From an optimization exercise on the open Yosys and OpenROAD flow, aimed at small area, a short achievable clock period and few clock cycles per item; shortcuts taken in it are not production practice.
In this exercise RTL edits were held to simulation tests only and were not proved equivalent to the original.
Power is estimated from default activity; no workload was simulated.

==> design/flow/design.v <==
module dge_sha512 (
    input  wire         clk,
    input  wire         rst,             
    input  wire         start,
    input  wire [7:0]   alg,             
    input  wire         resume,
    input  wire [511:0] resume_h,        
    input  wire [63:0]  resume_count,    
    input  wire         abort,
    input  wire         in_valid,
    output reg          in_ready,
    input  wire [63:0]  in_data,
    input  wire         in_last,
    input  wire [3:0]   in_nbytes,
    output reg          busy,
    output reg          done,
    output reg          err,
    output wire [511:0] digest
);
    localparam [1:0] S_IDLE = 2'd0,
                     S_PRE  = 2'd1,      
                     S_POST = 2'd2,      
                     S_RND  = 2'd3;      
    localparam [1:0] F_DATA = 2'd0,      
                     F_PAD  = 2'd1,      
                     F_END  = 2'd2;      
    localparam [7:0] ALG_SHA384 = 8'h02,
                     ALG_SHA512 = 8'h03;
    reg [1:0]  state;
    reg [6:0]  kidx;         
    reg        first;        
    reg        is384;
    reg [1:0]  fmode;
    reg [3:0]  fp;           
    reg        need80;       
    reg        lenfit;       
    reg [60:0] cnt_hi;       
    reg [2:0]  cnt_lo;       
    reg [63:0] ib_d;         
    reg        ib_last;
    reg [3:0]  ib_n;
    reg        ib_v;
    reg        got_last;     
    reg [63:0] a, b, c, d, e, f, g, h;
    reg [63:0] hkw;          
    reg [63:0] w [0:15];     
    reg [63:0] ha [0:3];     
    reg [63:0] he [0:3];     
    integer i;
    reg [63:0] k;
    always @(*) begin
        case (kidx)
            7'd0:  k = 64'h428a2f98d728ae22; 7'd1:  k = 64'h7137449123ef65cd;
            7'd2:  k = 64'hb5c0fbcfec4d3b2f; 7'd3:  k = 64'he9b5dba58189dbbc;
            7'd4:  k = 64'h3956c25bf348b538; 7'd5:  k = 64'h59f111f1b605d019;
            7'd6:  k = 64'h923f82a4af194f9b; 7'd7:  k = 64'hab1c5ed5da6d8118;
            7'd8:  k = 64'hd807aa98a3030242; 7'd9:  k = 64'h12835b0145706fbe;
            7'd10: k = 64'h243185be4ee4b28c; 7'd11: k = 64'h550c7dc3d5ffb4e2;
            7'd12: k = 64'h72be5d74f27b896f; 7'd13: k = 64'h80deb1fe3b1696b1;
            7'd14: k = 64'h9bdc06a725c71235; 7'd15: k = 64'hc19bf174cf692694;
            7'd16: k = 64'he49b69c19ef14ad2; 7'd17: k = 64'hefbe4786384f25e3;
            7'd18: k = 64'h0fc19dc68b8cd5b5; 7'd19: k = 64'h240ca1cc77ac9c65;
            7'd20: k = 64'h2de92c6f592b0275; 7'd21: k = 64'h4a7484aa6ea6e483;
            7'd22: k = 64'h5cb0a9dcbd41fbd4; 7'd23: k = 64'h76f988da831153b5;
            7'd24: k = 64'h983e5152ee66dfab; 7'd25: k = 64'ha831c66d2db43210;
            7'd26: k = 64'hb00327c898fb213f; 7'd27: k = 64'hbf597fc7beef0ee4;
            7'd28: k = 64'hc6e00bf33da88fc2; 7'd29: k = 64'hd5a79147930aa725;
            7'd30: k = 64'h06ca6351e003826f; 7'd31: k = 64'h142929670a0e6e70;
            7'd32: k = 64'h27b70a8546d22ffc; 7'd33: k = 64'h2e1b21385c26c926;
            7'd34: k = 64'h4d2c6dfc5ac42aed; 7'd35: k = 64'h53380d139d95b3df;
            7'd36: k = 64'h650a73548baf63de; 7'd37: k = 64'h766a0abb3c77b2a8;
            7'd38: k = 64'h81c2c92e47edaee6; 7'd39: k = 64'h92722c851482353b;
            7'd40: k = 64'ha2bfe8a14cf10364; 7'd41: k = 64'ha81a664bbc423001;
            7'd42: k = 64'hc24b8b70d0f89791; 7'd43: k = 64'hc76c51a30654be30;
            7'd44: k = 64'hd192e819d6ef5218; 7'd45: k = 64'hd69906245565a910;
            7'd46: k = 64'hf40e35855771202a; 7'd47: k = 64'h106aa07032bbd1b8;
            7'd48: k = 64'h19a4c116b8d2d0c8; 7'd49: k = 64'h1e376c085141ab53;
            7'd50: k = 64'h2748774cdf8eeb99; 7'd51: k = 64'h34b0bcb5e19b48a8;
            7'd52: k = 64'h391c0cb3c5c95a63; 7'd53: k = 64'h4ed8aa4ae3418acb;
            7'd54: k = 64'h5b9cca4f7763e373; 7'd55: k = 64'h682e6ff3d6b2b8a3;
            7'd56: k = 64'h748f82ee5defb2fc; 7'd57: k = 64'h78a5636f43172f60;
            7'd58: k = 64'h84c87814a1f0ab72; 7'd59: k = 64'h8cc702081a6439ec;
            7'd60: k = 64'h90befffa23631e28; 7'd61: k = 64'ha4506cebde82bde9;
            7'd62: k = 64'hbef9a3f7b2c67915; 7'd63: k = 64'hc67178f2e372532b;
            7'd64: k = 64'hca273eceea26619c; 7'd65: k = 64'hd186b8c721c0c207;
            7'd66: k = 64'heada7dd6cde0eb1e; 7'd67: k = 64'hf57d4f7fee6ed178;
            7'd68: k = 64'h06f067aa72176fba; 7'd69: k = 64'h0a637dc5a2c898a6;
            7'd70: k = 64'h113f9804bef90dae; 7'd71: k = 64'h1b710b35131c471b;
            7'd72: k = 64'h28db77f523047d84; 7'd73: k = 64'h32caab7b40c72493;
            7'd74: k = 64'h3c9ebe0a15c9bebc; 7'd75: k = 64'h431d67c49c100d4c;
            7'd76: k = 64'h4cc5d4becb3e42b6; 7'd77: k = 64'h597f299cfc657e2a;
            7'd78: k = 64'h5fcb6fab3ad6faec; default: k = 64'h6c44198c4a475817;
        endcase
    end
    function [127:0] csa;
        input [63:0] x, y, z;
        begin
            csa[63:0]   = x ^ y ^ z;
            csa[127:64] = {(x[62:0] & y[62:0]) | (x[62:0] & z[62:0]) | (y[62:0] & z[62:0]), 1'b0};
        end
    endfunction
    function [63:0] add64;
        input [63:0] x, y;
        reg [63:0] gg, pp;
        integer l, j, src;
        begin
            gg = x & y;
            pp = x ^ y;
            for (l = 0; l < 6; l = l + 1)
                for (j = 0; j < 64; j = j + 1)
                    if ((j >> l) & 1) begin
                        src = ((j >> l) << l) - 1;
                        gg[j] = gg[j] | (pp[j] & gg[src]);
                        pp[j] = pp[j] & pp[src];
                    end
            add64 = (x ^ y) ^ {gg[62:0], 1'b0};
        end
    endfunction
    wire [63:0] big_s0 = {a[27:0], a[63:28]} ^ {a[33:0], a[63:34]} ^ {a[38:0], a[63:39]};
    wire [63:0] big_s1 = {e[13:0], e[63:14]} ^ {e[17:0], e[63:18]} ^ {e[40:0], e[63:41]};
    wire [63:0] ch     = (e & f) ^ (~e & g);
    wire [63:0] maj    = (a & b) ^ (a & c) ^ (b & c);
    wire [127:0] t1_cs = csa(hkw, big_s1, ch);
    wire [127:0] e_cs  = csa(t1_cs[63:0], t1_cs[127:64], d);
    wire [127:0] a_cs1 = csa(big_s0, maj, t1_cs[63:0]);
    wire [127:0] a_cs2 = csa(a_cs1[63:0], a_cs1[127:64], t1_cs[127:64]);
    wire [63:0]  e_new = add64(e_cs[63:0], e_cs[127:64]);
    wire [63:0]  a_new = add64(a_cs2[63:0], a_cs2[127:64]);
    wire [63:0] w1  = w[1];
    wire [63:0] w14 = w[14];
    wire [63:0] sm_s0 = {w14[0], w14[63:1]} ^ {w14[7:0], w14[63:8]} ^ {7'd0, w14[63:7]};
    wire [63:0] sm_s1 = {w1[18:0], w1[63:19]} ^ {w1[60:0], w1[63:61]} ^ {6'd0, w1[63:6]};
    wire [127:0] s_cs1 = csa(sm_s1, w[6], sm_s0);
    wire [127:0] s_cs2 = csa(s_cs1[63:0], s_cs1[127:64], w[15]);
    wire [63:0]  sched = add64(s_cs2[63:0], s_cs2[127:64]);
    function [63:0] bswap64;
        input [63:0] x;
        integer j;
        begin
            for (j = 0; j < 8; j = j + 1)
                bswap64[63-8*j -: 8] = x[8*j +: 8];
        end
    endfunction
    reg [63:0] last_beat;    
    always @(*) begin
        last_beat = 64'd0;
        for (i = 0; i < 8; i = i + 1) begin
            if (i < ib_n)
                last_beat[8*i +: 8] = ib_d[8*i +: 8];
            else if (i == ib_n)
                last_beat[8*i +: 8] = 8'h80;
        end
    end
    wire         last_ok  = (ib_n <= 4'd8);
    wire [7:0]   mark_pos = {1'b0, fp, 3'b000} + {4'd0, ib_n};
    wire         alg_ok   = (alg == ALG_SHA384) || (alg == ALG_SHA512);
    wire feed_slot = (state == S_PRE) || (state == S_POST) ||
                     (state == S_RND && (kidx <= 7'd14 || kidx == 7'd80));
    wire feed_want = feed_slot && (fmode != F_END);
    wire feed_data = feed_want && (fmode == F_DATA);
    wire go   = !(feed_data && !ib_v);
    wire cons = feed_data && ib_v;       
    wire take = in_ready && in_valid;
    reg [63:0] pad_word;
    always @(*) begin
        if (need80)
            pad_word = {8'h80, 56'd0};
        else if (lenfit && fp == 4'd14)
            pad_word = {61'd0, cnt_hi[60:58]};
        else if (lenfit && fp == 4'd15)
            pad_word = {cnt_hi[57:0], cnt_lo, 3'b000};
        else
            pad_word = 64'd0;
    end
    wire [63:0] feed_word = (fmode == F_DATA) ?
                            (ib_last ? bswap64(last_beat) : bswap64(ib_d)) : pad_word;
    wire rot = (state == S_POST) || (state == S_RND && kidx >= 7'd78);
    wire clr67 = is384 && (state == S_POST) && (fmode == F_END);
    wire [63:0] sum_a = add64(ha[3], first ? 64'd0 : a);
    wire [63:0] sum_e = add64(he[3], first ? 64'd0 : e);
    wire [127:0] hkw_cs = csa(g, k, w[0]);
    wire [511:0] h_cat = {ha[0], ha[1], ha[2], ha[3], he[0], he[1], he[2], he[3]};
    genvar gi;
    generate
        for (gi = 0; gi < 64; gi = gi + 1) begin : g_dig
            assign digest[8*gi +: 8] = h_cat[511-8*gi -: 8];
        end
    endgenerate
    wire [511:0] rh;         
    generate
        for (gi = 0; gi < 64; gi = gi + 1) begin : g_rh
            assign rh[511-8*gi -: 8] = resume_h[8*gi +: 8];
        end
    endgenerate
    wire [511:0] iv = (alg == ALG_SHA384) ?
        {64'hcbbb9d5dc1059ed8, 64'h629a292a367cd507, 64'h9159015a3070dd17, 64'h152fecd8f70e5939,
         64'h67332667ffc00b31, 64'h8eb44a8768581511, 64'hdb0c2e0d64f98fa7, 64'h47b5481dbefa4fa4} :
        {64'h6a09e667f3bcc908, 64'hbb67ae8584caa73b, 64'h3c6ef372fe94f82b, 64'ha54ff53a5f1d36f1,
         64'h510e527fade682d1, 64'h9b05688c2b3e6c1f, 64'h1f83d9abfb41bd6b, 64'h5be0cd19137e2179};
    wire [511:0] h_init = resume ? rh : iv;
    wire idle = (state == S_IDLE);
    reg [1:0] state_n;
    reg [6:0] kidx_n;
    reg [1:0] fmode_n;
    reg       ib_v_n, got_last_n, done_n, err_n;
    wire      bad_last = cons && ib_last && !last_ok;
    always @(*) begin
        state_n    = state;
        done_n     = done;
        err_n      = err;
        if (rst || abort) begin
            state_n = S_IDLE;
            done_n  = 1'b0;
            err_n   = 1'b0;
        end else if (idle) begin
            if (start) begin
                done_n = 1'b0;
                err_n  = 1'b0;
                if (!alg_ok || (resume && resume_count[6:0] != 7'd0)) begin
                    done_n = 1'b1;
                    err_n  = 1'b1;
                end else begin
                    state_n = S_PRE;
                end
            end
        end else if (bad_last) begin
            state_n = S_IDLE;
            done_n  = 1'b1;
            err_n   = 1'b1;
        end else if (go) begin
            case (state)
            S_PRE:  state_n = S_POST;
            S_POST: begin
                if (fmode == F_END) begin
                    state_n = S_IDLE;
                    done_n  = 1'b1;
                end else begin
                    state_n = S_RND;
                end
            end
            default: if (kidx == 7'd80) state_n = S_POST;
            endcase
        end
    end
    always @(*) begin
        kidx_n     = kidx;
        fmode_n    = fmode;
        ib_v_n     = ib_v;
        got_last_n = got_last;
        if (idle) begin
            fmode_n    = F_DATA;
            ib_v_n     = 1'b0;
            got_last_n = 1'b0;
        end else begin
            if (take) begin
                ib_v_n     = 1'b1;
                got_last_n = in_last;
            end else if (cons) begin
                ib_v_n     = 1'b0;
            end
            if (go) begin
                case (state)
                S_PRE:   kidx_n = 7'd0;
                S_POST:  kidx_n = 7'd1;
                default: kidx_n = (kidx == 7'd80) ? 7'd0 : kidx + 7'd1;
                endcase
                if (feed_want) begin
                    if (fmode == F_DATA) begin
                        if (ib_last)
                            fmode_n = F_PAD;
                    end else if (fp == 4'd15 && lenfit) begin
                        fmode_n = F_END;
                    end
                end
            end
        end
    end
    wire feed_slot_n = (state_n == S_PRE) || (state_n == S_POST) ||
                       (state_n == S_RND && (kidx_n <= 7'd14 || kidx_n == 7'd80));
    wire busy_n      = (state_n != S_IDLE);
    always @(posedge clk) begin
        state    <= state_n;
        kidx     <= kidx_n;
        fmode    <= fmode_n;
        done     <= done_n;
        err      <= err_n;
        ib_v     <= ib_v_n;
        got_last <= got_last_n;
        busy     <= busy_n;
        in_ready <= busy_n && !got_last_n &&
                    (!ib_v_n || (feed_slot_n && fmode_n == F_DATA));
    end
    always @(posedge clk) begin
        if (idle) begin
            if (start) begin
                is384 <= (alg == ALG_SHA384);
                {ha[3], ha[0], ha[1], ha[2], he[3], he[0], he[1], he[2]} <= h_init;
            end
        end else if (go && rot) begin
            ha[0] <= sum_a; ha[1] <= ha[0]; ha[2] <= ha[1]; ha[3] <= ha[2];
            he[0] <= sum_e; he[1] <= he[0];
            he[2] <= clr67 ? 64'd0 : he[1];
            he[3] <= clr67 ? 64'd0 : he[2];
        end
    end
    always @(posedge clk) begin
        if (idle) begin
            first  <= 1'b1;
            fp     <= 4'd0;
            need80 <= 1'b0;
            cnt_hi <= resume ? resume_count[63:3] : 61'd0;
            cnt_lo <= 3'd0;
        end else if (go) begin
            if (feed_want) begin
                fp <= fp + 4'd1;
                if (fmode == F_DATA) begin
                    cnt_hi <= cnt_hi + {60'd0, !ib_last || ib_n[3]};
                    if (ib_last) begin
                        cnt_lo <= ib_n[2:0];
                        need80 <= (ib_n == 4'd8);
                        lenfit <= (mark_pos <= 8'd111) || (fp == 4'd15);
                    end
                end else begin
                    need80 <= 1'b0;
                    if (fp == 4'd15)
                        lenfit <= 1'b1;
                end
            end
            if (state == S_POST)
                first <= 1'b0;
        end
    end
    always @(posedge clk) begin
        if (take) begin
            ib_d    <= in_data;
            ib_last <= in_last;
            ib_n    <= in_nbytes;
        end
    end
    always @(posedge clk) begin
        if (idle) begin
            g <= h_init[63:0];       
        end else if (go) begin
            w[0] <= feed_want ? feed_word : sched;
            for (i = 1; i < 16; i = i + 1)
                w[i] <= w[i-1];
            hkw <= add64(hkw_cs[63:0], hkw_cs[127:64]);
            if (state == S_POST) begin
                {a, b, c, d} <= {sum_a, ha[0], ha[1], ha[2]};
                {e, f, g, h} <= {sum_e, he[0], he[1], he[2]};
            end else if (state == S_RND) begin
                h <= g;
                g <= (kidx == 7'd80) ? he[1] : f;
                f <= e;
                e <= e_new;
                d <= c;
                c <= b;
                b <= a;
                a <= a_new;
            end
        end
    end
endmodule
==> design/flow/flow/run.sh <==
#!/bin/bash
# Standard synthesis, then the standard layout with: repair_timing aiming at
# a setup margin below the clock period (the SDC is unchanged), and a plain
# buffer (flow/port_buffer.txt) on every port.
set -euo pipefail
MARGIN=$(cat flow/margin.txt)
PORTBUF=$(cat flow/port_buffer.txt)
bash standard.sh synth > synth.log 2>&1
bash standard.sh SETUP_SLACK_MARGIN=$MARGIN "BUFFER_PORTS_ARGS=-buffer_cell $PORTBUF" finish > layout.log 2>&1
==> design/flow/flow/margin.txt <==
8.5
==> design/flow/flow/port_buffer.txt <==
sky130_fd_sc_hd__buf_2
==> design/flow/standard.sh <==
#!/bin/bash
# synth_recipe.tcl (not shown) runs the flow's synth.tcl, then flattens the netlist and writes it again
# the make line also repeats each setting of config.mk as NAME=value (left out here)
make -C /OpenROAD-flow-scripts/flow DESIGN_CONFIG=/design/flow/config.mk WORK_HOME=/design/flow/orfs CLKGATE_MAP_FILE= SYNTH_SCRIPT=/design/flow/synth_recipe.tcl "${@:-finish}"
==> design/flow/config.mk <==
export PLATFORM = sky130hd
export DESIGN_NAME = dge_sha512
export DESIGN_NICKNAME = dge_sha512
export VERILOG_FILES = /design/flow/design.v
export SDC_FILE = /design/flow/constraint.sdc
export NUM_CORES = 8
export LEC_CHECK = 0
export CAP_MARGIN = 20
export CORE_MARGIN = 2
export CORE_UTILIZATION = 45
export PLACE_DENSITY = 0.7
export SLEW_MARGIN = 20
export SYNTH_MEMORY_MAX_BITS = 8192
==> design/flow/constraint.sdc <==
create_clock -name core_clock -period 13.0 [get_ports {clk}]
set_input_delay 2.6000 -clock core_clock [delete_from_list [all_inputs] [get_ports {clk}]]
set_output_delay 2.6000 -clock core_clock [all_outputs]
set_load 0.01 [all_outputs]
==> impl_metrics.yaml, run 1 <==
sta:
  maxClockFrequency_ghz: 0.174
  period_utilisation_layout: 0.442
  final_max_slew_viol_count: 0
  tightest_slew_ns: 1.30
  max_slew_margin: 0.134
  hold_violations: 0
  finalSetupViolCount: 0
  finalClockSkew_ns: 0.0976
  timing.hold.ws_ns: 0.399
  grt_setup_unrepaired: "true"
  layout_min_cycle_time_ns: 5.74
route:
  drc: 0
  wirelength_um: 591000
  detail_route.wl_per_cell_um: 39.5
  detail_route.first_pass.iterations: 6
  drt.antenna.violating_nets: 0
  vias: 93200
  drt-vias-per-instance: 6.24
  drt_iter0_drc: 12500
cells_and_area:
  final_core_utilization: 0.555
  post_route_cells_drive_above_1_share: 0.284
  design_area_mm2: 0.149
  area.growth.synth_to_final_pct: 22.6
  fillers: 22100
  nNetsFinal: 12700
  post_layout_nonfiller_instances: 14900
floorplan:
  top_level_ports: 1175
  die_x_um: 523
  placement_rows: 190
  start_util: 0.453
  floorplan.core_area_mm2: 0.268
  die_height_um: 523
  fp.dieArea_mm2: 0.274
critical_path:
  timing.reg2reg.worst_path_depth: 21
  cp-end-kind: "flop"
  timing.rr.end: "a[52]"
  cp-endpoint: "a[52]"
  crit_arrival_ns: 6.40
  critical_path_class: "reg -> reg"
  critical_path_required_ns: 13.66
  timing.critical_path.from: "e[24]"
  crit-reg2reg-launch: "e[24]"
  critical_path.max_fanout: 4
  crit_path_start_kind: "flop"
  regToRegSetupSlack_ns: 7.26
power_and_ir_drop:
  max-vdd-ir-drop_v: 0.000131
  power-per-cell-area_mw_per_mm2: 119
  leakage_nw: 56.4
  finalPower_mw: 17.8
logic_synthesis:
  synth_sequential_area_ratio: 0.554
  synth.area.top_cells: "edfxtp_1 (54%), fa_1 (7.8%), xnor2_1 (4.2%)"
  yosys_register_bits: 2270
  synth_top_area_share: 0.539
  synth_top_cell_by_area: "edfxtp_1"
  share_of_async_settable_or_async_resettable_flops_after_synthesis: 0
  syn-cell-area_mm2: 0.121
  synth_fp_nets: 11200
  synth_cell_type_count: 107
  yosys_warnings: 4
  synth-edff-count: 2180
  dominantRegCellSynth: "edfxtp_1"
  syn_area_per_cell_um2: 12.6
  post_synth_inst_count: 9614
worst_hold_path:
  holdCritPathClass: "reg -> reg"
placed_design:
  dp_cells: 14000
  gp_routability_congestion: 1.01
  dpl_cell_area_mm2: 0.131
  io_buffer_count: 1174
  half_perimeter_wire_length_of_the_detailed_placement_result_um: 452000
status:
  run_status: "timing/DRC/antenna clean"
global_route:
  grt_util_all_layers: 0.418
  antenna_found_initial: 59
  first_global_vias: 89200
  grt_use_met3: 0.0816
  grt_first_pass_wirelength_um: 771000
  grt_start_max_net_pins: 198
  grt_util_met2: 0.640
  globalRoute.totalOverflow: 0
  grt_util_met1: 0.523
  global_route.peak_usage_layer: "met2"
clock_network:
  clock_tree.root_cell: "clkbuf_16"
  cts_num_sinks: 2270
  cts-root-to-sink-buffers: 4
  tritoncts: "done"
  insertion_delay_ns: 1.00
  cts.htree.levels: 4
  cts_hold_repair.buffers: 0
  clk_pin_slew_ns: 0.07
  inserted_clock_buffers: 242
flow_run:
  drv.max_cap_violation_count: 0
[synthesized netlist by cell type (125+ instances only)]
library cell and number:
nor2_1 505, xnor2_1 583, mux2i_1 181, mux2_2 274, nand3_1 125, inv_1 515, o21ai_0 679, edfxtp_1 2180
fa_1 470, a21oi_1 585, ha_1 407, xor2_1 292, clkbuf_1 449, o211ai_1 139, nor2b_1 156, a21o_1 168
nand2_1 575
[per-layer routing]
layer | vias up | part of all wire | wire (um)
li1 | 38200 | - | -
met1 | 47200 | 0.37 | 216000
met2 | 6328 | 0.44 | 262000
met3 | 1456 | 0.092 | 54600
met4 | 20 | 0.097 | 57500
met5 | - | 0.00023 | 133
[state kept, by name (all words and copies together) (netlist names), 2 cells and up]
signal / count
ha: 256
cnt_hi: 61
w: 1024
he: 256
c: 64
fp: 4
b: 64
f: 64
hkw: 64
state: 2
a: 64
cnt_lo: 3
g: 64
ib_n: 4
e: 64
ib_d: 64
fmode: 2
k: 64
kidx: 7
d: 64
[cell type report]
cell class / instances / area (um2) / area share
well taps: 3552 / 4440 / 0.0299
multi-input cells: 6286 / 55100 / 0.370
inverters: 524 / 2020 / 0.0136
repair buffers: 1822 / 12100 / 0.0810
flip-flops and latches: 2270 / 67300 / 0.452
clock inverters: 136 / 1350 / 0.00909
clock buffers: 299 / 6460 / 0.0434
diodes: 59 / 148 / 0.000992
[critical path, stage by stage, from the launching register on]
cell and delay, ns:
edfxtp_1 0.42, buf_4 0.19, xor2_1 0.16, xnor2_2 0.32, fa_1 0.58, fa_1 0.53, fa_1 0.50, inv_1 0.05
ha_1 0.36, nand2_1 0.08, o21ai_1 0.31, a22oi_2 0.11, buf_6 0.16, a21oi_4 0.29, buf_12 0.15, o31ai_4 0.09
o31a_1 0.30, o31ai_4 0.26, a41o_1 0.26, a21oi_2 0.07, xor2_1 0.18, mux2i_1 0.09
[power breakdown]
part / switching (mW) / internal (mW)
sequential: 0.245 / 8.16
clock: 3.06 / 3.96
combinational: 1.48 / 0.846
[placed cells by master (no fill, tap or decap), drive strengths merged, types with 28 or more instances in the layout]
master / n
clkbuf: 302
o21ai: 706
o22a: 99
a21o: 169
a21oi: 588
fa: 470
o21bai: 35
mux2i: 181
o211ai: 139
nand3: 126
clkinv: 95
a221oi: 51
edfxtp: 2180
nor3: 106
and3: 39
xor2: 292
xnor2: 583
buf: 1816
and2: 28
ha: 407
a31oi: 50
o22ai: 46
nand2: 580
o31ai: 30
o21a: 53
nand4: 42
nand2b: 47
a22oi: 34
nor2b: 156
diode: 59
a22o: 81
mux2: 274
dfxtp: 90
inv: 528
nor2: 519
a211oi: 47
[worst min-delay path by stage]
stage	from	endpoint	slack, ns	depth (start not counted)
6_report	w[4][2]	w[5][2]	0.40	0
2_1_floorplan	w[9][0]	w[10][0]	0.40	0
3_5_place_dp	w[9][54]	w[10][54]	0.40	0
4_1_cts	w[4][2]	w[5][2]	0.40	0
3_3_place_gp	w[9][59]	w[10][59]	0.40	0
5_1_grt	w[4][59]	w[5][59]	0.40	0
[through the flow]
stage	setup WS [ns]	TNS, ns
6_report	7.26	0
5_1_grt	7.15	0
4_1_cts	7.39	0
3_5_place_dp	5.96	0
3_3_place_gp	5.90	0
2_1_floorplan	-5.33	-5797.48
[kinds of logic after synthesis]
group | synth area share
mux | 0.0403
flops | 0.554
xor+xnor | 0.0631
fa+ha+maj | 0.120
compound gates | 0.122
buf+inv | 0.0339
simple gates | 0.0661
[repair_timing]
item | in CTS | in global routing
pin swaps | 282 | 282
resized for setup | 760 | 382
cloned | 4 | 2
setup endpoints to repair | 990 | 804
setup buffers | 338 | 129
Testbench counts, summed over its fixed seeds: cycles 55,550, bytes 57,574.
==> run 2: changes to the inputs <==
==> design/flow/flow/margin.txt (replaced) <==
7.5
==> run 2 against run 1 <==
  * Wire length down 2.0%
  * Synthesized cell count unchanged
  * Hold slack better by 0.0054 ns
  * Global-route usage down 0.60 points
  * Still clean
  * Cell count down 1.8%
  * Sequential cell count unchanged
  * Critical path type unchanged
==> impl_metrics.yaml, run 2 <==
sta:
  finalClockSkew_ns: 0.104
  setup-tns-final_ns: 0
  grt_setup_unrepaired: "true"
  period_utilisation_layout: 0.440
  layout_min_cycle_time_ns: 5.72
  max_slew_margin: 0.177
  final_max_slew_viol_count: 0
  hold_violations: 0
  finalSetupViolCount: 0
  tightest_slew_ns: 1.23
  maxClockFrequency_ghz: 0.175
floorplan:
  start_util: 0.453
  fp.dieArea_mm2: 0.274
  placement_rows: 190
  die_height_um: 523
  top_level_ports: 1175
  floorplan.core_area_mm2: 0.268
  die_x_um: 523
cells_and_area:
  post_layout_nonfiller_instances: 14700
  post_route_cells_drive_above_1_share: 0.229
  total_area_of_multi_input_combinational_cells_mm2: 0.0519
  largest_reg_flops: 1024
  layout.cells.most_common_list: "edfxtp_1 (2,180), buf_2 (1,173), o21ai_0 (653)"
  most_common_cell_after_layout_fill_and_taps_aside: "edfxtp_1"
  area.growth.synth_to_final_pct: 17.5
  layout_top_registers: "w (1024), ha (256), he (256)"
  design_area_mm2: 0.143
  top_register_by_number_of_flip_flops: "w"
  sequential_cell_area_mm2: 0.0673
  nNetsFinal: 12400
  final_core_utilization: 0.532
  fillers: 22800
logic_synthesis:
  yosys-top-cells-count: "edfxtp_1 (2,180), o21ai_0 (679), a21oi_1 (585)"
  synth_fp_nets: 11200
  synth_adder_area_share: 0.120
  synth_simple_gate_area_share: 0.0661
  yosys.cell_count.top_type: "edfxtp_1"
  synth_top_family_by_area: "compound AO/OA/AOI/OAI gates"
  syn_area_per_cell_um2: 12.6
  post_synth_xor_area_fraction: 0.0631
  synth_cell_type_count: 107
  syn-cell-area_mm2: 0.121
  synth_top_cell_by_area: "edfxtp_1"
  synth_mux_area_frac: 0.0403
  share_of_async_settable_or_async_resettable_flops_after_synthesis: 0
  synth-compound-area-share: 0.122
  dominantRegCellSynth: "edfxtp_1"
  post_synth_inst_count: 9614
  synth.area.top_cells: "edfxtp_1 (54%), fa_1 (7.8%), xnor2_1 (4.2%)"
  yosys_warnings: 4
  yosys_register_bits: 2270
  synth_sequential_area_ratio: 0.554
  synth-edff-count: 2180
  synth_top_area_share: 0.539
power_and_ir_drop:
  power-per-cell-area_mw_per_mm2: 123
  leakage_nw: 53.8
  finalPower_mw: 17.6
  max-vdd-ir-drop_v: 0.000136
clock_network:
  clock_tree.root_cell: "clkbuf_16"
  tritoncts: "done"
  clk_pin_slew_ns: 0.07
  cts_hold_repair.buffers: 0
  inserted_clock_buffers: 242
  cts_num_sinks: 2270
  cts.htree.levels: 4
  cts-root-to-sink-buffers: 4
  insertion_delay_ns: 0.99
global_route:
  grt_first_pass_wirelength_um: 759000
  antenna_found_initial: 57
  grt_util_all_layers: 0.412
  grt_start_max_net_pins: 198
  first_global_vias: 87600
  globalRoute.totalOverflow: 0
critical_path:
  critPathSlowestCell: "fa_1"
  critical_path.max_fanout: 4
  max_incr_delay_on_cp_ns: 0.56
  worst_path_most_repeated_cell: "fa_1"
  critical_path_class: "reg -> reg"
  crit_arrival_ns: 6.36
  crit_path_start_kind: "flop"
  cp-end-kind: "flop"
  critical_path_required_ns: 13.64
  timing.critical_path.cells: "buf_12 -> buf_4 -> xnor2_1 -> fa_1 -> fa_1 -> fa_1 -> inv_1 -> ha_1 -> nand4_1 -> nor2_2 -> nand4b_1 -> a21oi_4 -> buf_12 -> o31ai_4 -> o31a_1 -> o31ai_4 -> a41o_1 -> a21oi_2 -> xor2_1 -> mux2i_1"
placed_design:
  half_perimeter_wire_length_of_the_detailed_placement_result_um: 452000
  dp_cells: 14000
  gp_routability_congestion: 1.01
  io_buffer_count: 1174
  dpl_cell_area_mm2: 0.131
flow_run:
  drv.max_cap_violation_count: 0
route:
  drt_iter0_drc: 12300
  drt-vias-per-instance: 6.24
  detail_route.wl_per_cell_um: 39.4
  drt.antenna.violating_nets: 0
  detail_route.first_pass.iterations: 6
  drc: 0
  wirelength_um: 579000
  vias: 91600
worst_hold_path:
  holdCritPathClass: "reg -> reg"
status:
  run_status: "timing/DRC/antenna clean"
[run 2: metrics by stage]
step / hold slack, ns / setup WS (ns)
after detailed placement: 0.405 / 5.96
after global placement: 0.400 / 5.90
final: 0.404 / 7.28
after CTS: 0.395 / 7.35
after global routing: 0.405 / 7.14
after floorplan: 0.400 / -5.33
[run 2: layer usage]
| layer | global-route usage | vias up | wire, um |
|---|---|---|---|
| met3 | 0.0718 | 1284 | 51100 |
| met5 | 0 | - | 161 |
| met1 | 0.525 | 46600 | 216000 |
| met2 | 0.633 | 6107 | 258000 |
| met4 | 0.308 | 22 | 53500 |
| li1 | - | 37700 | - |
[run 2: worst max-delay path, delay by kind of cell, from the launching register on]
family	cells	cell delay, ns
fa+ha+maj	4	2.00
compound gates	6	1.36
simple gates	3	0.63
buf+inv	4	0.53
flops	1	0.43
xor+xnor	2	0.41
mux	1	0.09
[run 2: final timing paths]
| kind | startpoint | endpoint | slack (ns) | cells after the start |
|---|---|---|---|---|
| hold reg to reg | w[9][0] | w[10][0] | 0.40 | 0 |
| setup / recovery | e[53] | a[52] | 7.28 | 20 |
| hold / removal | w[9][0] | w[10][0] | 0.40 | 0 |
| setup reg to reg | e[53] | a[52] | 7.28 | 20 |
[run 2: logic make-up (layout without fill, tap and decap cells)]
kind of cell	Yosys count	after routing
compound gates	2332	2332
flops	2270	2270
simple gates	1738	1738
buf+inv	1059	2507
fa+ha+maj	885	885
xor+xnor	875	875
mux	455	455
other cells	0	65
[run 2: where the power goes]
part           switching, mW  internal, mW
Clock                   3.05          3.96
Sequential             0.252          8.16
Combinational           1.40         0.745
[run 2: cell type report]
| cell class | instances | share of cell area |
|---|---|---|
| antenna | 65 | 0.00114 |
| clock buffer | 299 | 0.0453 |
| clock inverter | 136 | 0.00948 |
| inverter | 524 | 0.0140 |
| multi-input combinational | 6285 | 0.364 |
| sequential | 2270 | 0.472 |
| tap | 3552 | 0.0312 |
| timing repair buffer | 1548 | 0.0634 |
[run 2: repair_timing]
item / 4_1_cts / 5_1_grt
pin swaps: 94 / 82
resized for setup: 190 / 135
setup endpoints to repair: 135 / 84
setup buffers: 142 / 56
hold endpoints to repair: 0 / 0
==> run 3: changes to the inputs <==
==> design/flow/flow/margin.txt (replaced) <==
7.0
==> run 3 against run 2 <==
  * Power shrank 0.32%
  * Sequential cell count is the same
  * Clock power about the same
  * First-iteration DRC count is 2.7% lower
  * Register-to-register slack got worse by 0.23 ns
  * Setup slack lost 0.23 ns
  * Via count is 0.87% lower
  * Global-route usage decreased by 0.26 points
  * Critical endpoint is now k[27]
  * Hold slack better by 0.0027 ns
  * Still clean
  * Die area unchanged
  * Cell count is 0.97% lower
==> impl_metrics.yaml, run 3 <==
critical_path:
  critPathSlowestCell: "o21ai_2"
  timing.reg2reg.worst_path_depth: 19
  max_incr_delay_on_cp_ns: 0.62
  timing.critical_path.from: "kidx[0]"
  crit_arrival_ns: 6.69
  crit_path_start_kind: "flop"
  worst_path_most_repeated_cell: "buf_4"
  critical_path.max_fanout: 19
  crit-reg2reg-launch: "kidx[0]"
  timing.critical_path.cells: "inv_1 -> ha_1 -> nand4b_1 -> o2bb2ai_4 -> a21oi_4 -> o21ai_4 -> a22o_2 -> buf_4 -> inv_2 -> ha_2 -> buf_4 -> inv_1 -> buf_4 -> o21ai_2 -> nor2_1 -> a211oi_1 -> a311oi_1 -> nor4_2 -> a31oi_1"
  critical_path_required_ns: 13.73
  crit_family: "compound AO/OA/AOI/OAI gates"
  crit_cells: 19
  critical_path_class: "reg -> reg"
  cp-end-kind: "flop"
  worst-path-buf-inv: 6
clock_network:
  cts.htree.levels: 4
  inserted_clock_buffers: 242
  cts_hold_repair.buffers: 0
  clk_pin_slew_ns: 0.06
  insertion_delay_ns: 0.98
  cts-root-to-sink-buffers: 4
  clock_tree.root_cell: "clkbuf_16"
  cts_num_sinks: 2270
  tritoncts: "done"
cells_and_area:
  most_common_cell_after_layout_fill_and_taps_aside: "edfxtp_1"
  post_route_cells_drive_above_1_share: 0.204
  post_layout_nonfiller_instances: 14500
  total_area_of_multi_input_combinational_cells_mm2: 0.0507
  fillers: 23000
  largest_reg_flops: 1024
  nNetsFinal: 12300
  sequential_cell_area_mm2: 0.0673
  layout_top_registers: "w (1024), ha (256), he (256)"
  area.growth.synth_to_final_pct: 15.6
  top_register_by_number_of_flip_flops: "w"
  layout.cells.most_common_list: "edfxtp_1 (2,180), buf_2 (1,173), o21ai_0 (670)"
sta:
  finalSetupViolCount: 0
  layout_min_cycle_time_ns: 5.96
  grt_setup_unrepaired: "false"
  hold_violations: 0
  tightest_slew_ns: 1.31
  finalClockSkew_ns: 0.107
  final_max_slew_viol_count: 0
  maxClockFrequency_ghz: 0.168
  max_slew_margin: 0.121
  period_utilisation_layout: 0.458
  timing.hold.ws_ns: 0.407
placed_design:
  gp_routability_congestion: 1.01
  io_buffer_count: 1174
  half_perimeter_wire_length_of_the_detailed_placement_result_um: 452000
  dp_cells: 14000
logic_synthesis:
  syn_area_per_cell_um2: 12.6
  dominantRegCellSynth: "edfxtp_1"
  synth_adder_area_share: 0.120
  syn-cell-area_mm2: 0.121
  post_synth_inst_count: 9614
  synth_top_cell_by_area: "edfxtp_1"
  synth_sequential_area_ratio: 0.554
  synth_top_family_by_area: "compound AO/OA/AOI/OAI gates"
  synth.area.top_cells: "edfxtp_1 (54%), fa_1 (7.8%), xnor2_1 (4.2%)"
  yosys-top-cells-count: "edfxtp_1 (2,180), o21ai_0 (679), a21oi_1 (585)"
  synth-edff-count: 2180
  post_synth_xor_area_fraction: 0.0631
  synth_fp_nets: 11200
  synth_simple_gate_area_share: 0.0661
  synth_top_area_share: 0.539
  synth_cell_type_count: 107
  yosys_warnings: 4
  yosys_register_bits: 2270
  yosys.cell_count.top_type: "edfxtp_1"
  synth-compound-area-share: 0.122
  synth_mux_area_frac: 0.0403
  share_of_async_settable_or_async_resettable_flops_after_synthesis: 0
status:
  run_status: "timing/DRC/antenna clean"
route:
  detail_route.wl_per_cell_um: 39.6
  detail_route.first_pass.iterations: 6
  drc: 0
  drt-vias-per-instance: 6.25
  drt.antenna.violating_nets: 0
  drt_iter0_drc: 12000
  wirelength_um: 575000
  vias: 90800
floorplan:
  fp.dieArea_mm2: 0.274
  start_util: 0.453
  die_height_um: 523
  placement_rows: 190
  top_level_ports: 1175
  die_x_um: 523
  floorplan.core_area_mm2: 0.268
worst_hold_path:
  holdCritPathClass: "reg -> reg"
  hp-start: "w[4][59]"
  min_path_cells: 0
power_and_ir_drop:
  power-per-cell-area_mw_per_mm2: 125
  leakage_nw: 52.9
  max-vdd-ir-drop_v: 0.000134
global_route:
  grt_util_all_layers: 0.410
  first_global_vias: 86800
  antenna_found_initial: 59
  grt_first_pass_wirelength_um: 754000
  grt_start_max_net_pins: 198
  globalRoute.totalOverflow: 0
flow_run:
  drv.max_cap_violation_count: 0
[run 3: cell counts after synthesis]
Identical to the previous run, type by type.
[run 3: stage by stage]
step                      cell area, um2  total power, mW   util  setup TNS [ns]  worst slack [ns]
after CTS                         139000             17.5  0.520               0              6.88
after detailed placement          131000             10.5  0.490               0              5.96
after global placement            131000             10.5  0.490               0              5.90
after floorplan                   121000             9.52      -        -5797.48             -5.33
final                             140000             17.5  0.523               0              7.04
after global routing              140000             17.9  0.523               0              6.98
[run 3: cell type report]
type | count | share of cell area
sequential | 2270 | 0.479
antenna | 54 | 0.000963
multi-input combinational | 6285 | 0.362
clock buffer | 299 | 0.0460
clock inverter | 136 | 0.00964
timing repair buffer | 1417 | 0.0565
inverter | 524 | 0.0142
tap | 3552 | 0.0317
[run 3: timing repair]
action | 4_1_cts | 5_1_grt
endpoints found under the setup margin | 56 | 40
resized for setup | 35 | 50
pin swaps | 1 | 30
setup buffers | 10 | 57
[run 3: kinds of logic after synthesis]
family / after synthesis
xor gates and xnor gates: 875
buffers and inverters: 1059
AOI/OAI and AO/OA: 2332
and+or+nand+nor: 1738
DFF: 2270
adders and majority gates: 885
muxes: 455
[run 3: path summary, 6_finish.rpt]
path	to	slack [ns]
hold / removal	w[5][59]	0.41
hold reg to reg	w[5][59]	0.41
setup reg to reg	k[27]	7.04
setup / recovery	k[27]	7.04
[run 3: power by group]
group | switching [mW] | total (mW) | internal, mW
Combinational | 1.37 | 2.09 | 0.714
Sequential | 0.253 | 8.42 | 8.16
Clock | 3.05 | 7.01 | 3.97
Total | 4.67 | 17.5 | 12.8
[run 3: routing by layer]
| metal | vias to the layer above | global-route usage | share of wire |
|---|---|---|---|
| met1 | 46100 | 0.521 | 0.37 |
| met4 | 26 | 0.304 | 0.089 |
| met2 | 6031 | 0.629 | 0.45 |
| li1 | 37400 | - | - |
| met5 | - | 0 | 0.00033 |
| met3 | 1268 | 0.0733 | 0.089 |
==> run 4: changes to the inputs <==
==> design/flow/flow/margin.txt (replaced) <==
6.0
==> run 4 against run 3 <==
  * Still clean on timing, DRC and antenna
  * Cell count fell by 0.44%
  * Via count rose by 0.22%
  * Fmax fell by 14%
  * Global-route usage barely moved
  * Combinational power barely moved
  * Highest routed layer unchanged
==> impl_metrics.yaml, run 4 <==
status:
  run_status: "timing/DRC/antenna clean"
critical_path:
  crit-reg2reg-launch: "e[32]"
  timing.rr.end: "a[63]"
  regToRegSetupSlack_ns: 6.10
  timing.reg2reg.worst_path_depth: 18
  cp-end-kind: "flop"
  critical_path_class: "reg -> reg"
  critical_path.max_fanout: 6
  critical_path_required_ns: 13.67
  crit_arrival_ns: 7.57
  crit_path_start_kind: "flop"
logic_synthesis:
  syn_area_per_cell_um2: 12.6
  synth_top_area_share: 0.539
  synth_sequential_area_ratio: 0.554
  synth_cell_type_count: 107
  yosys_warnings: 4
  yosys.cell_count.top_type: "edfxtp_1"
  synth_fp_nets: 11200
  synth.area.top_cells: "edfxtp_1 (54%), fa_1 (7.8%), xnor2_1 (4.2%)"
  share_of_async_settable_or_async_resettable_flops_after_synthesis: 0
  yosys_register_bits: 2270
  yosys-top-cells-count: "edfxtp_1 (2,180), o21ai_0 (679), a21oi_1 (585)"
  syn-cell-area_mm2: 0.121
  synth_top_cell_by_area: "edfxtp_1"
  synth-edff-count: 2180
  post_synth_inst_count: 9614
  dominantRegCellSynth: "edfxtp_1"
clock_network:
  cts.htree.levels: 4
  inserted_clock_buffers: 242
  cts_num_sinks: 2270
  clock_tree.root_cell: "clkbuf_16"
  clk_pin_slew_ns: 0.06
  insertion_delay_ns: 0.98
  cts_hold_repair.buffers: 0
  post-cts-setup-buffer-count: 0
  cts-root-to-sink-buffers: 4
  tritoncts: "done"
worst_hold_path:
  hold_end: "w[5][59]"
  min_path_cells: 0
  holdCritPathClass: "reg -> reg"
  hp-start: "w[4][59]"
floorplan:
  fp.dieArea_mm2: 0.274
  start_util: 0.453
  die_height_um: 523
  die_x_um: 523
  top_level_ports: 1175
  placement_rows: 190
  floorplan.core_area_mm2: 0.268
placed_design:
  half_perimeter_wire_length_of_the_detailed_placement_result_um: 452000
  dpl_cell_area_mm2: 0.131
  gp_routability_congestion: 1.01
  io_buffer_count: 1174
sta:
  setup-tns-final_ns: 0
  grt_setup_unrepaired: "false"
  finalClockSkew_ns: 0.0928
  finalSetupViolCount: 0
  maxClockFrequency_ghz: 0.145
  max_slew_margin: 0.134
  tightest_slew_ns: 1.29
  final_max_slew_viol_count: 0
  layout_min_cycle_time_ns: 6.90
  period_utilisation_layout: 0.530
  hold_violations: 0
  timing.hold.ws_ns: 0.403
route:
  drt.antenna.violating_nets: 0
  drt_iter0_drc: 12300
  detail_route.first_pass.iterations: 7
  vias: 91000
  drc: 0
  detail_route.wl_per_cell_um: 39.7
  drt-vias-per-instance: 6.29
  wirelength_um: 574000
power_and_ir_drop:
  finalPower_mw: 17.5
  leakage_nw: 52.5
  max-vdd-ir-drop_v: 0.000134
  power-per-cell-area_mw_per_mm2: 126
cells_and_area:
  sequential_cell_area_mm2: 0.0673
  fillers: 23000
  top_register_by_number_of_flip_flops: "w"
  post_route_cells_drive_above_1_share: 0.194
  most_common_cell_after_layout_fill_and_taps_aside: "edfxtp_1"
  largest_reg_flops: 1024
  layout.cells.most_common_list: "edfxtp_1 (2,180), buf_2 (1,173), o21ai_0 (676)"
  layout_top_registers: "w (1024), ha (256), he (256)"
  total_area_of_multi_input_combinational_cells_mm2: 0.0503
  design_area_mm2: 0.139
  nNetsFinal: 12200
  area.growth.synth_to_final_pct: 14.8
global_route:
  grt_util_all_layers: 0.409
  globalRoute.totalOverflow: 0
  antenna_found_initial: 58
  grt_start_max_net_pins: 198
  first_global_vias: 86700
  grt_first_pass_wirelength_um: 754000
flow_run:
  drv.max_cap_violation_count: 0
## run 4: cell counts after synthesis
Identical to the previous run, type by type.
## run 4: timing repair
action	4_1_cts	5_1_grt
pin swaps	0	0
cloned	0	0
endpoints found under the setup margin	1	8
gates resized for setup	1	4
## run 4: final cells by class
cell class,instances,area share
clock inverter,136,0.00971
inverter,524,0.0143
antenna,57,0.00102
clock buffer,299,0.0463
sequential,2270,0.483
timing repair buffer,1350,0.0527
multi-input combinational,6285,0.361
tap,3552,0.0319
## run 4: per-layer routing
metal / part of all wire / routed length (um) / global-route usage
met1: 0.37 / 215000 / 0.522
met3: 0.089 / 51000 / 0.0718
met2: 0.45 / 257000 / 0.630
met4: 0.088 / 50700 / 0.299
met5: 0.00043 / 245 / 0
## run 4: power by group
group	internal, mW	switching (mW)	total, mW
combinational	0.706	1.37	2.07
sequential	8.16	0.253	8.42
clock	3.96	3.05	7.01
## run 4: per-stage QoR
| step | setup WS (ns) | cells | util |
|---|---|---|---|
| floorplan | -5.33 | 9614 | - |
| global placement | 5.90 | 14000 | 0.490 |
| detailed placement | 5.96 | 14000 | 0.490 |
| CTS | 6.12 | 14400 | 0.519 |
| global route | 6.04 | 14500 | 0.519 |
| finish | 6.10 | 14500 | 0.520 |
## run 4: logic make-up after synthesis
| logic type | after synthesis | share of synthesized area |
|---|---|---|
| buffers and inverters | 1059 | 0.0339 |
| adders and majority gates | 885 | 0.120 |
| DFF | 2270 | 0.554 |
| and+or+nand+nor | 1738 | 0.0661 |
| muxes | 455 | 0.0403 |
| xor gates and xnor gates | 875 | 0.0631 |
| AOI/OAI and AO/OA | 2332 | 0.122 |
## run 4: worst max path at each step
| stage | slack [ns] | to | start | cells after the start |
|---|---|---|---|---|
| floorplan | -5.33 | hkw[0] | kidx[5] | 7 |
| global placement | 5.90 | a[63] | e[16] | 19 |
| detailed placement | 5.96 | a[63] | e[16] | 19 |
| CTS | 6.12 | a[52] | e[16] | 19 |
| global route | 6.04 | a[63] | e[32] | 18 |
| finish | 6.10 | a[63] | e[32] | 18 |
## run 4: critical path: stages, from the launching register on
cell      delay (ns)
edfxtp_1        0.55
xor2_1          0.24
xnor2_1         0.57
fa_1            0.63
fa_1            0.53
fa_1            0.50
inv_1           0.04
ha_1            0.33
o21ai_0         0.28
o21ai_0         0.14
a22oi_1         0.54
a21oi_1         0.41
o311ai_2        0.57
nand3_1         0.13
a21oi_1         0.39
o211ai_1        0.21
a31oi_1         0.23
xnor2_1         0.08
mux2_2          0.27
==> run 5: changes to the inputs <==
==> design/flow/flow/margin.txt (replaced) <==
8.5
--- a/design/flow/config.mk
+++ b/design/flow/config.mk
@@ -9,4 +9,5 @@
 export CORE_MARGIN = 2
 export CORE_UTILIZATION = 45
+export CTS_BUF_LIST = sky130_fd_sc_hd__clkbuf_8
 export PLACE_DENSITY = 0.7
 export SLEW_MARGIN = 20
==> run 5 against run 4 <==
  * Clock skew rose by 0.017 ns
  * Critical endpoint unchanged
  * Power fell by 2.0%
  * Still clean on timing, DRC and antenna
  * Clock power is 9.4% lower
  * Synthesized cell count is the same
  * Utilization is 3.9 points higher
  * Highest routed layer unchanged
==> impl_metrics.yaml, run 5 <==
status:
  run_status: "timing/DRC/antenna clean"
placed_design:
  half_perimeter_wire_length_of_the_detailed_placement_result_um: 452000
  dp_cells: 14000
  gp_routability_congestion: 1.01
  io_buffer_count: 1174
  preCtsSetupSlack_ns: 5.96
  dpl_cell_area_mm2: 0.131
floorplan:
  placement_rows: 190
  fp.dieArea_mm2: 0.274
  top_level_ports: 1175
  start_util: 0.453
  die_height_um: 523
  floorplan.core_area_mm2: 0.268
  die_x_um: 523
logic_synthesis:
  yosys.cell_count.top_type: "edfxtp_1"
  dominantRegCellSynth: "edfxtp_1"
  synth.area.top_cells: "edfxtp_1 (54%), fa_1 (7.8%), xnor2_1 (4.2%)"
  share_of_async_settable_or_async_resettable_flops_after_synthesis: 0
  synth-edff-count: 2180
  yosys_warnings: 4
  syn-cell-area_mm2: 0.121
  synth_cell_type_count: 107
  yosys-top-cells-count: "edfxtp_1 (2,180), o21ai_0 (679), a21oi_1 (585)"
  yosys_register_bits: 2270
  synth_fp_nets: 11200
  syn_area_per_cell_um2: 12.6
  post_synth_inst_count: 9614
  synth_top_cell_by_area: "edfxtp_1"
  synth_sequential_area_ratio: 0.554
  synth_top_area_share: 0.539
clock_network:
  cts-root-to-sink-buffers: 4
  inserted_clock_buffers: 388
  tritoncts: "done"
  clk_pin_slew_ns: 0.06
  cts.htree.levels: 5
  insertion_delay_ns: 1.16
  cts_hold_repair.buffers: 0
  clock_tree.root_cell: "clkbuf_8"
  cts_num_sinks: 2270
cells_and_area:
  post_layout_nonfiller_instances: 15400
  post_route_cells_drive_above_1_share: 0.304
  layout_top_registers: "w (1024), ha (256), he (256)"
  top_register_by_number_of_flip_flops: "w"
  most_common_cell_after_layout_fill_and_taps_aside: "edfxtp_1"
  area.growth.synth_to_final_pct: 23.4
  nNetsFinal: 13000
  design_area_mm2: 0.150
  sequential_cell_area_mm2: 0.0673
  fillers: 22200
  largest_reg_flops: 1024
  layout.cells.most_common_list: "edfxtp_1 (2,180), buf_2 (1,154), buf_4 (665)"
  total_area_of_multi_input_combinational_cells_mm2: 0.0550
route:
  vias: 95600
  detail_route.first_pass.iterations: 6
  drc: 0
  drt_iter0_drc: 12800
  drt-vias-per-instance: 6.20
  wirelength_um: 598000
  detail_route.wl_per_cell_um: 38.7
  drt.antenna.violating_nets: 0
global_route:
  global_route.peak_usage_layer: "met2"
  grt_util_met2: 0.644
  globalRoute.totalOverflow: 0
  grt_util_met1: 0.526
  grt_first_pass_wirelength_um: 781000
  grt_use_met3: 0.0838
  first_global_vias: 91900
  antenna_found_initial: 64
  grt_util_all_layers: 0.424
  grt_start_max_net_pins: 198
flow_run:
  drv.max_cap_violation_count: 0
sta:
  final_max_slew_viol_count: 0
  tightest_slew_ns: 1.31
  hold_violations: 0
  maxClockFrequency_ghz: 0.176
  timing.hold.ws_ns: 0.393
  finalSetupViolCount: 0
  layout_min_cycle_time_ns: 5.70
  finalClockSkew_ns: 0.110
  max_slew_margin: 0.118
  post-route-worst-setup-slack_ns: 7.30
  grt_setup_unrepaired: "true"
  period_utilisation_layout: 0.438
power_and_ir_drop:
  share_clk_of_total_power: 0.370
  finalPower_mw: 17.1
  internal_power_component_mw: 12.2
  combinational_power_share: 0.142
  switching_share: 0.288
  leakage_nw: 57.6
  power.share.sequential: 0.487
  max-vdd-ir-drop_v: 0.0000805
  power-per-cell-area_mw_per_mm2: 114
  switching_power_mw: 4.95
critical_path:
  critical_path.max_fanout: 5
  critical_path_required_ns: 13.82
  critical_path_class: "reg -> reg"
  cp-end-kind: "flop"
  crit_arrival_ns: 6.51
  crit_path_start_kind: "flop"
  timing.reg2reg.worst_path_depth: 19
  regToRegSetupSlack_ns: 7.30
worst_hold_path:
  holdCritPathClass: "reg -> reg"
  min_path_cells: 0
run 5: cell counts after synthesis:
Identical to the previous run, type by type.
run 5: timing repair:
item                                     CTS  global route
buffers inserted                         518           152
gates cloned                               3             4
gates resized for setup                  777           391
endpoints found under the setup margin  1132          1081
pin swaps                                245           259
hold endpoints to repair                   0             0
run 5: worst max-delay path, cell delays in order, from the launching register on:
cell,delay (ns)
edfxtp_1,0.45
buf_4,0.19
xor2_2,0.44
xnor2_1,0.21
fa_1,0.60
fa_1,0.50
fa_1,0.52
inv_1,0.04
ha_1,0.34
a21o_1,0.19
a21o_1,0.20
a21o_1,0.19
a21o_1,0.22
a2bb2oi_4,0.27
nand3_4,0.11
a21oi_4,0.19
o211ai_1,0.16
a31oi_1,0.23
xnor2_1,0.09
mux2_2,0.27
run 5: path summary, 6_finish.rpt:
path / start / to
max: e[2] / a[63]
min: w[3][13] / w[4][13]
max reg2reg: e[2] / a[63]
min reg2reg: w[3][13] / w[4][13]
run 5: kinds of logic after synthesis:
kind of cell,after synthesis,share of synthesized area
AO/OA/AOI/OAI,2332,0.122
XOR/XNOR,875,0.0631
adder cells (fa/ha/maj),885,0.120
buffers and inverters,1059,0.0339
flip-flops,2270,0.554
multiplexers,455,0.0403
AND/OR/NAND/NOR,1738,0.0661
run 5: final cells by class:
cell class / count / area share
repair inverters: 1 / 0.0000334
well taps: 3552 / 0.0297
inverters: 524 / 0.0135
repair buffers: 2026 / 0.0913
diodes: 59 / 0.000985
clock buffers: 397 / 0.0365
multi-input cells: 6286 / 0.367
clock inverters: 307 / 0.0123
flip-flops and latches: 2270 / 0.449
run 5: metrics by stage:
stage	setup TNS (ns)	util
2_1_floorplan	-5797.48	-
3_3_place_gp	0	0.490
3_5_place_dp	0	0.490
4_1_cts	0	0.546
5_1_grt	0	0.559
6_report	0	0.559
run 5: routing by layer:
| metal | vias to the layer above | share of wire |
|---|---|---|
| met1 | 48300 | 0.36 |
| met2 | 6730 | 0.44 |
| li1 | 39000 | - |
| met5 | - | 0.00025 |
| met4 | 22 | 0.10 |
| met3 | 1622 | 0.094 |
run 5: power by group through the flow:
stage | logic [mW] | registers, mW | clock network [mW]
after floorplan | 1.05 | 8.47 | 0
after global placement | 1.99 | 8.55 | 0
after detailed placement | 1.99 | 8.55 | 0
after CTS | 2.27 | 8.34 | 6.39
after global routing | 2.53 | 8.35 | 6.69
final | 2.44 | 8.36 | 6.35
==> run 6: changes to the inputs <==
--- a/design/flow/design.v
+++ b/design/flow/design.v
@@ -44,4 +44,5 @@
     reg [63:0] a, b, c, d, e, f, g, h;
     reg [63:0] hkw;          
+    reg [63:0] s1r, chr;     
     reg [63:0] w [0:15];     
     reg [63:0] ha [0:3];     
@@ -117,7 +118,33 @@
         end
     endfunction
+    function [63:0] add64bk;
+        input [63:0] x, y;
+        reg [63:0] gg, pp;
+        integer l, j, st;
+        begin
+            gg = x & y;
+            pp = x ^ y;
+            for (l = 0; l < 6; l = l + 1) begin
+                st = 1 << l;
+                for (j = 0; j < 64; j = j + 1)
+                    if (((j + 1) % (2*st)) == 0) begin
+                        gg[j] = gg[j] | (pp[j] & gg[j-st]);
+                        pp[j] = pp[j] & pp[j-st];
+                    end
+            end
+            for (l = 4; l >= 0; l = l - 1) begin
+                st = 1 << l;
+                for (j = 0; j < 64; j = j + 1)
+                    if (j >= 3*st-1 && ((j + 1 - st) % (2*st)) == 0) begin
+                        gg[j] = gg[j] | (pp[j] & gg[j-st]);
+                        pp[j] = pp[j] & pp[j-st];
+                    end
+            end
+            add64bk = (x ^ y) ^ {gg[62:0], 1'b0};
+        end
+    endfunction
     wire [63:0] big_s0 = {a[27:0], a[63:28]} ^ {a[33:0], a[63:34]} ^ {a[38:0], a[63:39]};
-    wire [63:0] big_s1 = {e[13:0], e[63:14]} ^ {e[17:0], e[63:18]} ^ {e[40:0], e[63:41]};
-    wire [63:0] ch     = (e & f) ^ (~e & g);
+    wire [63:0] big_s1 = s1r;
+    wire [63:0] ch     = chr;
     wire [63:0] maj    = (a & b) ^ (a & c) ^ (b & c);
     wire [127:0] t1_cs = csa(hkw, big_s1, ch);
@@ -133,5 +160,5 @@
     wire [127:0] s_cs1 = csa(sm_s1, w[6], sm_s0);
     wire [127:0] s_cs2 = csa(s_cs1[63:0], s_cs1[127:64], w[15]);
-    wire [63:0]  sched = add64(s_cs2[63:0], s_cs2[127:64]);
+    wire [63:0]  sched = add64bk(s_cs2[63:0], s_cs2[127:64]);
     function [63:0] bswap64;
         input [63:0] x;
@@ -177,6 +204,6 @@
     wire rot = (state == S_POST) || (state == S_RND && kidx >= 7'd78);
     wire clr67 = is384 && (state == S_POST) && (fmode == F_END);
-    wire [63:0] sum_a = add64(ha[3], first ? 64'd0 : a);
-    wire [63:0] sum_e = add64(he[3], first ? 64'd0 : e);
+    wire [63:0] sum_a = add64bk(ha[3], first ? 64'd0 : a);
+    wire [63:0] sum_e = add64bk(he[3], first ? 64'd0 : e);
     wire [127:0] hkw_cs = csa(g, k, w[0]);
     wire [511:0] h_cat = {ha[0], ha[1], ha[2], ha[3], he[0], he[1], he[2], he[3]};
@@ -338,20 +365,41 @@
         end
     end
-    always @(posedge clk) begin
+    reg [63:0] e_d, f_d, g_d;
+    always @(*) begin
+        e_d = e;
+        f_d = f;
+        g_d = g;
         if (idle) begin
-            g <= h_init[63:0];       
+            g_d = h_init[63:0];      
         end else if (go) begin
+            if (state == S_POST) begin
+                e_d = sum_e;
+                f_d = he[0];
+                g_d = he[1];
+            end else if (state == S_RND) begin
+                e_d = e_new;
+                f_d = e;
+                g_d = (kidx == 7'd80) ? he[1] : f;
+            end
+        end
+    end
+    always @(posedge clk) begin
+        e   <= e_d;
+        f   <= f_d;
+        g   <= g_d;
+        s1r <= {e_d[13:0], e_d[63:14]} ^ {e_d[17:0], e_d[63:18]} ^ {e_d[40:0], e_d[63:41]};
+        chr <= (e_d & f_d) ^ (~e_d & g_d);
+    end
+    always @(posedge clk) begin
+        if (!idle && go) begin
             w[0] <= feed_want ? feed_word : sched;
             for (i = 1; i < 16; i = i + 1)
                 w[i] <= w[i-1];
-            hkw <= add64(hkw_cs[63:0], hkw_cs[127:64]);
+            hkw <= add64bk(hkw_cs[63:0], hkw_cs[127:64]);
             if (state == S_POST) begin
                 {a, b, c, d} <= {sum_a, ha[0], ha[1], ha[2]};
-                {e, f, g, h} <= {sum_e, he[0], he[1], he[2]};
+                h <= he[2];
             end else if (state == S_RND) begin
                 h <= g;
-                g <= (kidx == 7'd80) ? he[1] : f;
-                f <= e;
-                e <= e_new;
                 d <= c;
                 c <= b;
==> design/flow/flow/margin.txt (replaced) <==
7.5
--- a/design/flow/config.mk
+++ b/design/flow/config.mk
@@ -6,8 +6,8 @@
 export NUM_CORES = 8
 export LEC_CHECK = 0
+export ABC_AREA = 1
 export CAP_MARGIN = 20
 export CORE_MARGIN = 2
 export CORE_UTILIZATION = 45
-export CTS_BUF_LIST = sky130_fd_sc_hd__clkbuf_8
 export PLACE_DENSITY = 0.7
 export SLEW_MARGIN = 20
==> run 6 against run 5 <==
  * Utilization is 3.7 points lower
  * Register-to-register slack better by 0.05 ns
  * Die area is 4.7% higher
  * Power is 52% higher
  * Wire length is 5.1% higher
  * Critical path type unchanged
==> impl_metrics.yaml, run 6 <==
status:
  run_status: "timing/DRC/antenna clean"
cells_and_area:
  area.growth.synth_to_final_pct: 15.6
  post_layout_nonfiller_instances: 17400
  post_route_cells_drive_above_1_share: 0.143
  nNetsFinal: 15000
  top_register_by_number_of_flip_flops: "w"
  layout.cells.most_common_list: "nand2_1 (2,521), edfxtp_1 (1,988), inv_1 (1,252)"
  largest_reg_flops: 1024
  design_area_mm2: 0.147
  layout_top_registers: "w (1024), ha (256), he (256)"
  most_common_cell_after_layout_fill_and_taps_aside: "nand2_1"
route:
  drt_iter0_drc: 18100
  drc: 0
  drt-vias-per-instance: 6.22
  vias: 108000
  detail_route.first_pass.iterations: 10
  wirelength_um: 628000
  detail_route.wl_per_cell_um: 36.1
  drt.antenna.violating_nets: 0
sta:
  tightest_slew_ns: 1.40
  finalSetupViolCount: 0
  layout_min_cycle_time_ns: 5.65
  maxClockFrequency_ghz: 0.177
  post-route-worst-setup-slack_ns: 7.35
  setup-tns-final_ns: 0
  max_slew_margin: 0.0551
  period_utilisation_layout: 0.434
  final_max_slew_viol_count: 0
  hold_violations: 0
  finalClockSkew_ns: 0.106
  grt_setup_unrepaired: "true"
critical_path:
  critical_path_class: "reg -> reg"
  critical_path.max_fanout: 13
  crit_arrival_ns: 6.38
  crit_path_start_kind: "flop"
  cp-end-kind: "flop"
  critical_path_required_ns: 13.74
power_and_ir_drop:
  internal_power_component_mw: 16.2
  power.share.sequential: 0.364
  leakage_nw: 60.1
  power-per-cell-area_mw_per_mm2: 177
  switching_share: 0.377
  max-vdd-ir-drop_v: 0.000139
  combinational_power_share: 0.334
  share_clk_of_total_power: 0.302
  switching_power_mw: 9.81
floorplan:
  fp.dieArea_mm2: 0.287
  die_x_um: 536
  die_height_um: 536
  placement_rows: 195
  top_level_ports: 1175
  floorplan.core_area_mm2: 0.282
  start_util: 0.451
logic_synthesis:
  yosys_warnings: 4
  syn-cell-area_mm2: 0.127
  yosys.cell_count.top_type: "nand2_1"
  dominantRegCellSynth: "edfxtp_1"
  post_synth_inst_count: 12200
  synth_top_area_share: 0.469
  synth_cell_type_count: 70
  synth-edff-count: 1988
  share_of_async_settable_or_async_resettable_flops_after_synthesis: 0
  synth.area.top_cells: "edfxtp_1 (47%), fa_1 (9.1%), nand2_1 (7.5%)"
  synth_sequential_area_ratio: 0.534
  synth_top_cell_by_area: "edfxtp_1"
  yosys-top-cells-count: "nand2_1 (2,534), edfxtp_1 (1,988), inv_1 (1,266)"
  yosys_register_bits: 2398
  syn_area_per_cell_um2: 10.4
  synth_fp_nets: 13800
placed_design:
  io_buffer_count: 1174
  half_perimeter_wire_length_of_the_detailed_placement_result_um: 486000
  preCtsSetupSlack_ns: 6.61
  gp_routability_congestion: 1.14
  dp_cells: 16700
  dpl_cell_area_mm2: 0.137
clock_network:
  cts_num_sinks: 2398
  tritoncts: "done"
  clk_pin_slew_ns: 0.06
  insertion_delay_ns: 0.97
  clock_tree.root_cell: "clkbuf_16"
  cts-root-to-sink-buffers: 4
  cts_hold_repair.buffers: 0
  inserted_clock_buffers: 272
  cts.htree.levels: 5
global_route:
  globalRoute.totalOverflow: 0
  grt_first_pass_wirelength_um: 829000
  first_global_vias: 98900
  grt_start_max_net_pins: 248
  grt_util_all_layers: 0.426
  antenna_found_initial: 124
worst_hold_path:
  holdCritPathClass: "reg -> reg"
flow_run:
  drv.max_cap_violation_count: 0
[run 6: area by class of cell]
cell class                      instances  area, um2
Sequential cell                      2398      67900
Timing Repair Buffer                 1343       7410
Clock buffer                          362       7420
Clock inverter                        127       1410
Tap cell                             3743       4680
Antenna cell                          120        300
Fill cell                           25200     135000
Multi-Input combinational cell       8031      53000
Inverter                             1287       4890
[run 6: worst paths after layout]
check             slack, ns  startpoint  cells after the start        end
setup / recovery       7.35      chr[4]                     14    s1r[52]
hold / removal         0.39   w[12][13]                      0  w[13][13]
setup reg to reg       7.35      chr[4]                     14    s1r[52]
hold reg to reg        0.39   w[12][13]                      0  w[13][13]
[run 6: critical path, cell delays in order, from the launching register on]
cell and delay (ns):
dfxtp_1 0.67, fa_1 0.59, fa_1 0.43, ha_1 0.33
a21oi_1 0.20, nor2_1 0.06, nor2_1 0.08, nand2_1 0.14
nand2_1 0.11, nand2_2 0.20, nand3_1 0.14, nand3_1 0.09
o21ai_0 0.95, a21oi_1 0.63, xnor2_1 0.79
[run 6: cell families after synthesis]
| logic type | Yosys count | share of synthesized area |
|---|---|---|
| AO/OA/AOI/OAI | 2178 | 0.101 |
| XOR/XNOR | 613 | 0.0422 |
| adder cells (fa/ha/maj) | 980 | 0.130 |
| buffers and inverters | 1771 | 0.0545 |
| flip-flops | 2398 | 0.534 |
| multiplexers | 1 | 0.0000787 |
| AND/OR/NAND/NOR | 4256 | 0.138 |
[run 6: per-layer routing]
metal | part of all wire | vias up | global-route usage | routed length [um]
met5 | 0.00065 | - | 0.000333 | 411
met1 | 0.34 | 52800 | 0.513 | 214000
met2 | 0.42 | 9118 | 0.615 | 264000
met3 | 0.14 | 2240 | 0.152 | 85800
met4 | 0.10 | 46 | 0.349 | 63900
li1 | - | 44100 | - | -
[run 6: through the flow]
step                      total power, mW  utilization  hold WS (ns)
final                                26.0        0.522         0.386
after detailed placement             17.8        0.486         0.405
after global placement               17.7        0.486         0.400
after floorplan                      14.6            -         0.400
after CTS                            25.6        0.518         0.378
after global routing                 27.0        0.521         0.392
[run 6: timing repair]
action	4_1_cts	5_1_grt
gates cloned	2	1
pin swaps	3	12
resized for setup	25	73
setup endpoints to repair	1097	854
setup buffers	11	42
[run 6: power groups by stage]
stage          logic [mW]  registers, mW  clock network, mW
3_5_place_dp         8.20           9.56                  0
2_1_floorplan        5.38           9.25                  0
5_1_grt              9.49           9.42               8.13
4_1_cts              8.31           9.40               7.85
3_3_place_gp         8.13           9.57                  0
6_report             8.70           9.47               7.86
Testbench counts of run 6, summed over its fixed seeds: cycles 55,550, bytes 57,574.

==> port drivers added, routing unchanged <==
No port has a modelled driver above. Below, the same layouts with a new extraction and two added sets of constraints.
Step 1 assumes that a clkbuf_16 drives the clock port and a buf_2 every other input.
Step 2 also shifts input and output timing later by t, the mid clock arrival at the registers, as if the neighbouring blocks saw the same clock.
Slacks: ideal / step 1 / step 2; pairs: ideal / step 1.
run	t, ns	slack for setup (ns)	latest minus earliest clock arrival (ns)	worst register clock-pin slew, ns	worst slew at a driven data input, ns
run 1	1.065	7.256 / 7.256 / 7.256	0.103 / 0.103	0.08 / 0.08	0.50
run 2	1.048	7.277 / 7.277 / 6.727	0.105 / 0.105	0.09 / 0.09	0.51
run 3	1.042	7.044 / 7.044 / 6.745	0.112 / 0.112	0.08 / 0.08	0.47
run 4	1.050	6.104 / 6.104 / 6.104	0.101 / 0.101	0.09 / 0.09	0.47
run 5	1.215	7.304 / 7.304 / 7.304	0.111 / 0.111	0.08 / 0.08	0.48
run 6	1.022	7.354 / 7.354 / 6.702	0.108 / 0.107	0.07 / 0.07	0.46
After both steps setup and hold are still met in every run listed. For run 6, which loses most, drivers alone change the setup slack by 0.000 ns; drivers and shift together by -0.652 ns.
